Context: an optimization exercise on an open-source flow, tuned for small area. The choices shown serve that exercise and are no tape-out recipe. Function was checked by simulation only, so behaviour that the tests miss may differ from the original. Power and IR drop assume default switching activity.

## before
==> flow/design.v <==
module ho_unc (
    input  wire        clk,
    input  wire        rst,         
    input  wire        start,
    input  wire [31:0] in_u0,       
    input  wire [31:0] in_tau,      
    input  wire [15:0] in_f0,       
    input  wire [15:0] in_aging,    
    input  wire [15:0] in_k,        
    input  wire [16:0] in_dtemp,    
    output wire        busy,
    output wire        done,
    output wire [31:0] unc          
);
    localparam [39:0] DC1 = 40'h585ca7e000;    
    localparam [2:0] P_IDLE = 3'd0, P_Y = 3'd1, P_X = 3'd2, P_XH = 3'd3,
                     P_AH = 3'd4, P_A = 3'd5, P_FIN = 3'd6, P_SAT = 3'd7;
    reg [2:0] ph;
    reg [5:0] c;       
    reg [5:0] idx;     
    wire idle = (ph == P_IDLE);
    wire isY  = (ph == P_Y);
    wire isX  = (ph == P_X);
    wire isXH = (ph == P_XH);
    wire isAH = (ph == P_AH);
    wire isA  = (ph == P_A);
    wire isF  = (ph == P_FIN);
    wire isS  = (ph == P_SAT);
    wire c0   = (c == 6'd0);
    wire last = (c == 6'd39);
    wire imatch = (c == idx);
    wire firstY = isY  & (idx[3:0] == 4'd15);
    wire firstX = isX  & idx[4];
    wire firstA = isAH & idx[3] & idx[0];
    reg [39:0] ra, rb, rc, re;
    reg [1:0]  kx;     
    reg mbit, mnext;
    wire xa   = isX | isAH;
    wire ktap = (idx[3] & idx[2] & idx[1]) ? kx[idx[0]] : (idx[3] ? re[7] : rc[7]);
    wire mtap = isY ? ktap : isXH ? re[0] :
                (xa & (idx >= 6'd9)) ? rb[16] :
                (xa & (idx != 6'd0)) ? ra[8] : rc[0];
    wire tau_s = rb[39] & ~c[5];                                    
    wire dt_s  = rc[5]  & (c >= 6'd6) & (c < 6'd23);
    wire f0_s  = rc[28] & (c >= 6'd6) & (c < 6'd22);
    wire y_s   = re[33] & (c < 6'd34);                              
    wire [3:0] il = idx[3:0];
    wire e_j   = (il == 4'd2) | (il == 4'd5) | (il == 4'd6);              
    wire c_j   = idx[4] | (il == 4'd6) | (il == 4'd8) | (il == 4'd11) |
                 (il == 4'd12);                                           
    reg  [1:0] sreg;   
    reg  d1, cy1, cy2, dcd;
    wire bit0 = isY ? (c == 6'd6) : c0;
    wire acc_out = isX ? rc[39] : re[39];
    wire dbl = (bit0 | firstY | firstX | firstA) ? 1'b0 : d1;
    wire a1  = mbit & ~firstX & (isY ? dt_s : tau_s);
    wire dc1 = DC1[c];
    wire dcb = (sreg[0] & dc1) | (sreg[1] & dcd);
    wire a2  = isY ? (e_j & f0_s) : (isX ? (c_j & y_s) : dcb);
    wire ci1 = ~bit0 & cy1;
    wire ci2 = ~bit0 & cy2;
    wire s1  = dbl ^ a1 ^ ci1;
    wire co1 = (dbl & a1) | (dbl & ci1) | (a1 & ci1);
    wire sm  = s1 ^ a2 ^ ci2;
    wire co2 = (s1 & a2) | (s1 & ci2) | (a2 & ci2);
    wire [2:0] rt = {sm, re[0], re[1]};
    wire [1:0] s_sel = (rt >= 3'd6) ? 2'd2 : ((rt >= 3'd3) ? 2'd1 : 2'd0);
    reg  nz, gt;
    reg  d2, cyh;
    wire hwr  = (isX | isXH) & ((c < 6'd6) | ((c < 6'd10) & (isXH | (idx < 6'd6))));
    wire hold = isX & (idx >= 6'd5) & (c >= 6'd7);    
    wire ha = firstX ? 1'b0 : (c0 ? d1  : (d2 & ~hold));
    wire hb = firstX ? 1'b0 : (c0 ? cy1 : 1'b0);
    wire hc = firstX ? 1'b0 : (c0 ? cy2 : cyh);
    wire hs  = ha ^ hb ^ hc;
    wire hco = (ha & hb) | (ha & hc) | (hb & hc);
    reg  cyu, pend, sticky;
    wire uact = (isA | isF) & ~c[5];           
    wire hit  = imatch & (isA | isF);
    wire inj  = isF ? (c0 & nz & ~gt) | pend : (hit & sreg[0]) | pend;
    wire cui  = ~c0 & cyu;
    wire us   = ra[39] ^ inj ^ cui;
    wire uco  = (ra[39] & inj) | (ra[39] & cui) | (inj & cui);
    wire ra_in = uact ? us :
                 (isS & sticky & ~c[5]) ? 1'b1 :
                 (isXH & c[5]) ? re[31] : ra[39];           
    wire rb_in = (isXH & ((c == 6'd32) | (c == 6'd33))) ? re[23] : rb[39];   
    wire rc_in = isX ? sm : rc[39];
    wire re_in = isY ? ((c >= 6'd6) ? sm : re[39]) :
                 (isAH | isA) ? sm :
                 hwr ? hs : re[39];
    wire [39:0] ra_sh = {ra[38:0], ra_in};
    wire [39:0] rb_sh = {rb[38:0], rb_in};
    wire [39:0] rc_sh = {rc[38:0], rc_in};
    wire [39:0] re_sh = {re[38:0], re_in};
    reg ld, sh;
    wire [39:0] ra_ld, rb_ld, rc_ld, re_ld;
    wire [39:0] re_m;                          
    genvar q;
    generate
        for (q = 0; q < 40; q = q + 1) begin : g_ld
            if (q < 32) begin : g_ab
                assign ra_ld[39-q] = in_u0[q];
                assign rb_ld[39-q] = in_tau[q];
            end else begin : g_ag
                assign ra_ld[39-q] = in_aging[q-32];
                assign rb_ld[39-q] = in_aging[q-24];
            end
            if (q < 17) begin : g_dt
                assign rc_ld[39-q] = in_dtemp[q];
            end else if (q < 33) begin : g_f
                assign rc_ld[39-q] = in_f0[q-17];
            end else begin : g_kl
                assign rc_ld[39-q] = in_k[q-33];
            end
            if (q < 6) begin : g_km
                assign re_ld[39-q] = in_k[q+7];
                assign re_m[39-q]  = 1'b1;
            end else begin : g_y
                assign re_ld[39-q] = 1'b0;
                assign re_m[39-q]  = 1'b0;
            end
        end
    endgenerate
    always @(posedge clk) begin
        ra <= (ra_ld & {40{ld}}) | (ra_sh & {40{sh}});
        rb <= (rb_ld & {40{ld}}) | (rb_sh & {40{sh}});
        rc <= (rc_ld & {40{ld}}) | (rc_sh & {40{sh}});
        re <= (re_ld & {40{ld}} & re_m) | (re_sh & ({40{sh}} | ~re_m));
        kx <= (in_k[14:13] & {2{ld}}) | (kx & {2{sh}});
    end
    always @(posedge clk) begin
        d1   <= acc_out;
        cy1  <= co1;
        cy2  <= co2;
        dcd  <= dc1;
        d2   <= re[39];
        cyh  <= hco;
        cyu  <= uco;
        pend <= isF ? (c0 & gt) : (hit & sreg[1] & (idx < 6'd31));
        nz   <= (~c0 & nz) | sm;
        gt   <= (sm ^ dc1 ^ (c > 6'd13)) ? sm : (~c0 & gt);    
        if (last) begin
            if (isXH)
                sreg <= 2'd0;
            else
                sreg <= s_sel;
        end
        if (idle) begin
            mbit   <= in_k[15];
            sticky <= 1'b0;
        end else begin
            if (last)
                mbit <= imatch ? mtap : mnext;
            else if (imatch)
                mnext <= mtap;
            if ((isAH | isA) & c0)
                sticky <= sticky | ((isAH | idx[5]) & (sreg != 2'd0)) |
                          ((idx == 6'd31) & sreg[1]);
            else if (uact & (c == 6'd31))
                sticky <= sticky | uco;
        end
    end
    always @(posedge clk) begin
        if (rst) begin
            ph <= P_IDLE;
            c  <= 6'd0;
            ld <= 1'b1;
            sh <= 1'b0;
        end else if (idle) begin
            c  <= 6'd0;
            ld <= ~start;
            sh <= start;
            if (start) begin
                ph  <= P_Y;
                idx <= 6'd15;
            end
        end else begin
            c  <= last ? 6'd0 : c + 6'd1;
            ld <= last & isS;
            sh <= ~(last & isS);
            if (last) begin
                case (ph)
                    P_Y:   if (idx == 6'd0) begin ph <= P_X; idx <= 6'd16; end
                           else idx <= idx - 6'd1;
                    P_X:   if (idx == 6'd0) begin ph <= P_XH; idx <= 6'd10; end
                           else idx <= idx - 6'd1;
                    P_XH:  begin ph <= P_AH; idx <= 6'd9; end
                    P_AH:  if (idx == 6'd0) begin ph <= P_A; idx <= 6'd39; end
                           else idx <= idx - 6'd1;
                    P_A:   if (idx == 6'd0) ph <= P_FIN;
                           else idx <= idx - 6'd1;
                    P_FIN: ph <= P_SAT;
                    default: ph <= P_IDLE;
                endcase
            end
        end
    end
    assign busy = ~idle;
    assign done = isS & last;
    genvar g;
    generate
        for (g = 0; g < 32; g = g + 1) begin : g_unc
            assign unc[g] = ra[38-g];
        end
    endgenerate
endmodule
export LEC_CHECK = 0
export ABC_AREA = 1
export CAP_MARGIN = 20
export CORE_MARGIN = 2
export CORE_UTILIZATION = 50
export SLEW_MARGIN = 20
create_clock -name core_clock -period 20.0 [get_ports {clk}]
standard.sh (not shown) runs the stock make flow with config.mk's settings and CLKGATE_MAP_FILE= SYNTH_SCRIPT=/design/flow/synth_recipe.tcl, a recipe that flattens the netlist after the stock synthesis.
==> flow/flow/run.sh <==
#!/bin/bash
# The standard ORFS layout (standard.sh), with two choices changed:
#  - every port still gets a buffer, but the smallest one (buf_1)
#  - the clock tree is built from small clock buffers in small clusters,
#    without dummy loads
# make's full output goes to make_finish.log; ORFS keeps each step's log
# under orfs/logs.
set -euo pipefail
export BUFFER_PORTS_ARGS="-buffer_cell sky130_fd_sc_hd__buf_1"
export CTS_ARGS="-sink_clustering_enable -sink_clustering_size 16 -sink_clustering_max_diameter 45 -dont_use_dummy_load -buf_list sky130_fd_sc_hd__clkbuf_8 -root_buf sky130_fd_sc_hd__clkbuf_8"
bash standard.sh > make_finish.log 2>&1
[inputs] after vs before
-- flow/design.v --
<<< before, line 30
    wire last = (c == 6'd39);
    wire imatch = (c == idx);
    wire firstY = isY  & (idx[3:0] == 4'd15);
    wire firstX = isX  & idx[4];
    wire firstA = isAH & idx[3] & idx[0];
    reg [39:0] ra, rb, rc, re;
    reg [1:0]  kx;     
    reg mbit, mnext;
    wire xa   = isX | isAH;
    wire ktap = (idx[3] & idx[2] & idx[1]) ? kx[idx[0]] : (idx[3] ? re[7] : rc[7]);
    wire mtap = isY ? ktap : isXH ? re[0] :
                (xa & (idx >= 6'd9)) ? rb[16] :
>>> after, line 30
    wire last = (c == 6'd39);
    wire imatch = (c == idx);
    wire firstY = isY  && (idx == 6'd15);
    wire firstX = isX  && (idx == 6'd16);
    wire firstA = isAH && (idx == 6'd9);
    reg [39:0] ra, rb, rc, re;
    reg [1:0]  kx;     
    reg mbit, mnext;
    wire xa   = isX | isAH;
    wire ktap = (idx >= 6'd14) ? kx[idx[0]] : ((idx >= 6'd8) ? re[7] : rc[7]);
    wire mtap = isY ? ktap : isXH ? re[0] :
                (xa & (idx >= 6'd9)) ? rb[16] :
<<< before, line 45
    wire f0_s  = rc[28] & (c >= 6'd6) & (c < 6'd22);
    wire y_s   = re[33] & (c < 6'd34);                              
    wire [3:0] il = idx[3:0];
    wire e_j   = (il == 4'd2) | (il == 4'd5) | (il == 4'd6);              
    wire c_j   = idx[4] | (il == 4'd6) | (il == 4'd8) | (il == 4'd11) |
                 (il == 4'd12);                                           
    reg  [1:0] sreg;   
    reg  d1, cy1, cy2, dcd;
>>> after, line 45
    wire f0_s  = rc[28] & (c >= 6'd6) & (c < 6'd22);
    wire y_s   = re[33] & (c < 6'd34);                              
    wire e_j   = (idx == 6'd2) | (idx == 6'd5) | (idx == 6'd6);           
    wire c_j   = (idx == 6'd6) | (idx == 6'd8) | (idx == 6'd11) |
                 (idx == 6'd12) | (idx == 6'd16);                         
    reg  [1:0] sreg;   
    reg  d1, cy1, cy2, dcd;
<<< before, line 156
                mnext <= mtap;
            if ((isAH | isA) & c0)
                sticky <= sticky | ((isAH | idx[5]) & (sreg != 2'd0)) |
                          ((idx == 6'd31) & sreg[1]);
            else if (uact & (c == 6'd31))
>>> after, line 155
                mnext <= mtap;
            if ((isAH | isA) & c0)
                sticky <= sticky | ((isAH | (idx >= 6'd32)) & (sreg != 2'd0)) |
                          ((idx == 6'd31) & sreg[1]);
            else if (uact & (c == 6'd31))
[summary]
Having completed the whole flow, after delivered a layout that passed the timing, design-rule and antenna checks.
Diff before -> after: ratio of total power to cell area lower; power consumed by the clock network ~0 delta; die area higher; sequential share of the synthesized area lost 0.42 points; clock network area share about even.
Utilization of the core after routing across after and before: no real change.
before was smaller in final cell area than after.
Clock period minus final worst setup slack was lower in the run labelled after.
Total clock sinks: after vs before identical
In the tables for after and before, final-layout fill cell count reads lower with before.
As far as power consumption is concerned, after and before perform about the same.
after vs before: count of plain and timing-repair buffers in the layout down slightly
Of after and before, the lower post-detailed-routing wire length belongs to after.

separate check: timing with driven ports:
Ports are ideal in the flow. The routed layouts listed here were re-timed in OpenROAD.
Step 1: set_driving_cell puts a clkbuf_16 on clk and a buf_2 on each other input, an assumption about the parent block.
Step 2 moves the port delays by t, midway between the first and last clock arrival at a register: inputs arrive t later, outputs are due t later. That takes back most of the time a late clock gives input paths.
a / b / c = ideal / step 1 / step 2; a / b = the first two.
run	t (ns)	slack for setup (ns)	worst register clock-pin slew, ns	worst slew at a driven data input, ns	pins driven straight from the clock port
before	0.474	13.943 / 13.905 / 14.379	0.10 / 0.10	0.06	1
after	0.479	14.045 / 14.005 / 14.483	0.10 / 0.10	0.06	1
After both steps every run listed still meets setup and hold.
